This design comes from an exercise in tuning for small area, a short achievable clock period and few clock cycles per item on the open sky130 flow, not from production work. Only simulation tests tie the RTL to the original design; equivalence was not proved. Power is estimated from default activity; no workload was simulated.

==> onyx: inputs <==
==> flow/design.v (excerpt) <==
module vint_unit (
    input  wire        clk,
    input  wire        rst,
    input  wire        in_valid,
    output wire        in_ready,
    input  wire [5:0]  in_func,
    input  wire        in_type,
    input  wire        in_zero,
    input  wire [3:0]  in_pred,
    input  wire [63:0] in_a,
    input  wire [63:0] in_b,
    input  wire [63:0] in_d,
    output reg         out_valid,
    output reg  [63:0] out_d,
    output reg  [3:0]  out_p,
    output reg         out_sat
);
clock: 16.0 ns
lec_check: 0
abc_area: 1
cap_margin: 20
core_margin: 2
core_utilization: 45
slew_margin: 20
standard.sh (not shown) runs the stock make flow with config.mk's settings and CLKGATE_MAP_FILE= SYNTH_SCRIPT=/design/flow/synth_recipe.tcl, a recipe that flattens the netlist after the stock synthesis.
==> flow/flow/run.sh <==
#!/bin/bash
# The standard layout, with timing repair aimed well below the (loose) clock
# period so that the achieved period is short.
set -euo pipefail
cd "$(dirname "$0")/.."
bash standard.sh SETUP_SLACK_MARGIN=${MARGIN:-11.6} finish > standard.log 2>&1
==> willow (differences from onyx) <==
--- a/flow/design.v
+++ b/flow/design.v
@@ -895,23 +895,27 @@
     wire [3:0]  in_act = in_type ? {in_pred[1], in_pred[1], in_pred[0], in_pred[0]} : in_pred;
     wire [3:0]  i_negl = {4{i_neg}} & in_act;
     wire [3:0]  i_subl = {4{i_sub}} & in_act;
     wire [63:0] i_negm = {{16{i_negl[3]}}, {16{i_negl[2]}}, {16{i_negl[1]}}, {16{i_negl[0]}}};
     wire [63:0] i_subm = {{16{i_subl[3]}}, {16{i_subl[2]}}, {16{i_subl[1]}}, {16{i_subl[0]}}};
+    reg        s1_first;      
     always @(posedge clk) begin
         if (en) begin
             s1_f   <= in_func;
             s1_t   <= in_type;
-            s1_z   <= in_zero;
-            s1_p   <= in_pred;
             s1_x   <= in_a ^ i_negm;
             s1_y   <= (in_b & ~i_negm) ^ i_subm;
-            s1_d   <= in_d;
-            s1_sub <= i_subl;
-            s1_neg <= i_negl;
-            s1_cin <= {4{i_cin}} & in_act;
         end
+        s1_z     <= in_zero;
+        s1_p     <= in_pred;
+        s1_d     <= in_d;
+        s1_sub   <= i_subl;
+        s1_neg   <= i_negl;
+        s1_cin   <= {4{i_cin}} & in_act;
+        s1_first <= en;
+    end
+    always @(posedge clk) begin
         if (rst) begin
             s1_v <= 1'b0;
             rdy  <= 1'b1;
             cur  <= 8'h00;
             rem  <= 8'h00;
@@ -954,11 +958,11 @@
                         : cur[3:0];                        
     wire [3:0] hsel = t ? {cur[7], 1'b0, cur[3], 1'b0} : {4{m_hi}};   
     wire       acc_sh   = t & (cur[1] | cur[3] | cur[5] | cur[7]);   
     wire       acc_full = t & (cur[2] | cur[6]);                     
     wire [3:0] mfield   = (cur != 8'h00) ? act : 4'b0000;   
-    wire [3:0] ld_m     = {4{s1_v}} & ~mfield;              
+    wire [3:0] ld_m     = {4{s1_v & s1_first}} & ~mfield;   
     reg        s2_v;
     reg [63:0] s2_merged;
     reg [3:0]  s2_p;
     reg        s2_sat;
     reg [35:0] s2_r0, s2_r1;
@@ -1013,11 +1017,11 @@
     input  wire [3:0]  cin,       
     output wire [63:0] merged,
     output wire [3:0]  pres,
     output wire        sat_any
 );
-    genvar i, L;
+    genvar i, L, j;
     wire f_add   = (f == 6'h00);
     wire f_sub   = (f == 6'h01);
     wire f_adds  = (f == 6'h02);
     wire f_addus = (f == 6'h03);
     wire f_subs  = (f == 6'h04);
@@ -1089,29 +1093,29 @@
             wire [15:0] x4  = rl[3] ? {x3[7:0],  x3[15:8]}  : x3;
             assign rotv[16*L +: 16] = x4;
         end
         for (L = 0; L < 4; L = L + 1) begin : g_shsel
             wire [4:0]  n   = t ? {y[32*(L/2) + 4], y[32*(L/2) +: 4]} : {1'b0, y[16*L +: 4]};
-            wire [15:0] k   = f_shl ? (16'hFFFF << n[3:0]) : (16'hFFFF >> n[3:0]);
-            wire [15:0] ro  = rotv[16*L +: 16];
-            wire [15:0] rp  = rotv[16*(L^1) +: 16];
-            wire [15:0] fb  = {16{fill[L]}};
             wire        hi  = (L % 2 == 1);
             wire        big = t & n[4];
-            reg  [15:0] xv, yv;
-            always @* begin
-                if (!t) begin
-                    xv = ro; yv = fb;
-                end else if (f_shl) begin
-                    if (!hi) begin xv = big ? 16'h0000 : ro; yv = 16'h0000; end
-                    else     begin xv = big ? rp : ro;       yv = big ? 16'h0000 : rp; end
-                end else begin
-                    if (!hi) begin xv = big ? rp : ro;       yv = big ? fb : rp; end
-                    else     begin xv = big ? fb : ro;       yv = fb; end
-                end
+            wire [15:0] th, thr;
+            for (j = 0; j < 16; j = j + 1) begin : g_th
+                assign th[j]      = (n[3:0] <= j);
+                assign thr[15-j]  = (n[3:0] <= j);
             end
-            assign shres[16*L +: 16] = (k & xv) | (~k & yv);
+            wire [15:0] k = f_shl ? th : thr;
+            wire xo = !big;
+            wire xp = big & (f_shl ? hi : !hi);
+            wire xz = big & (f_shl ? !hi : hi);
+            wire yp = t & !big & (f_shl ? hi : !hi);
+            wire yf = !(t & f_shl & !hi) & !yp;
+            wire [15:0] ro = rotv[16*L +: 16];
+            wire [15:0] rp = rotv[16*(L^1) +: 16];
+            wire [15:0] sel_o = k & {16{xo}};
+            wire [15:0] sel_p = (k & {16{xp}}) | (~k & {16{yp}});
+            wire [15:0] sel_f = ((k & {16{xz}}) | (~k & {16{yf}})) & {16{fill[L]}};
+            assign shres[16*L +: 16] = (sel_o & ro) | (sel_p & rp) | sel_f;
         end
     endgenerate
     wire [3:0] pick_a = ({4{f_min}} & e_lts) | ({4{f_max}} & ~e_lts) |
                         ({4{f_minu}} & e_ltu) | ({4{f_maxu}} & ~e_ltu) |
                         ({4{f_abs}} & ~e_sa);
==> notes.md <==
onyx ran to the end with no violations. willow finished clean.
In willow the worst setup slack is higher than in onyx, by 0.10 ns.
Of onyx and willow, onyx has the higher cell count (gap about 4%, measured against willow).
Final area: onyx is higher than willow (about 3%).
Against willow, the hold slack of onyx is worse by 0.0037 ns.
Between willow and onyx, the lower sequential power is in willow (gap about 4%, measured against onyx).
Synthesized area: onyx is higher than willow (2.8%).
Via count: willow is lower than onyx (3.1%).
Of onyx and willow, onyx has the higher sequential share of layout area (gap 0.79 points).
Between onyx and willow, the lower combinational power is in willow (gap about 4%, measured against willow).
In willow the synthesized cell count is smaller than in onyx, by about 3%.
Testbench counts of onyx, summed over its fixed seeds: cycles 20,548, items 16,000.
Testbench counts of willow, summed over its fixed seeds: cycles 20,548, items 16,000.

[port drivers added, routing unchanged]
Ports are ideal in the flow. The routed layouts listed here were re-timed in OpenROAD. Step 1: set_driving_cell puts a clkbuf_16 on clk and a buf_2 on each other input, an assumption about the parent block. Step 2 moves the port delays by t, midway between the first and last clock arrival at a register: inputs arrive t later, outputs are due t later. That takes back most of the time a late clock gives input paths. Slacks: ideal ports / drivers / drivers and shift; pairs: ideal ports / drivers.
run | t (ns) | setup slack, ns | worst slew at a driven data input, ns
onyx | 0.774 | 11.403 / 11.403 / 10.860 | 0.18
willow | 0.740 | 11.504 / 11.428 / 10.868 | 0.13
After both steps every run listed still meets setup and hold. For willow, which loses most, drivers alone change the setup slack by -0.076 ns; drivers and shift together by -0.636 ns.
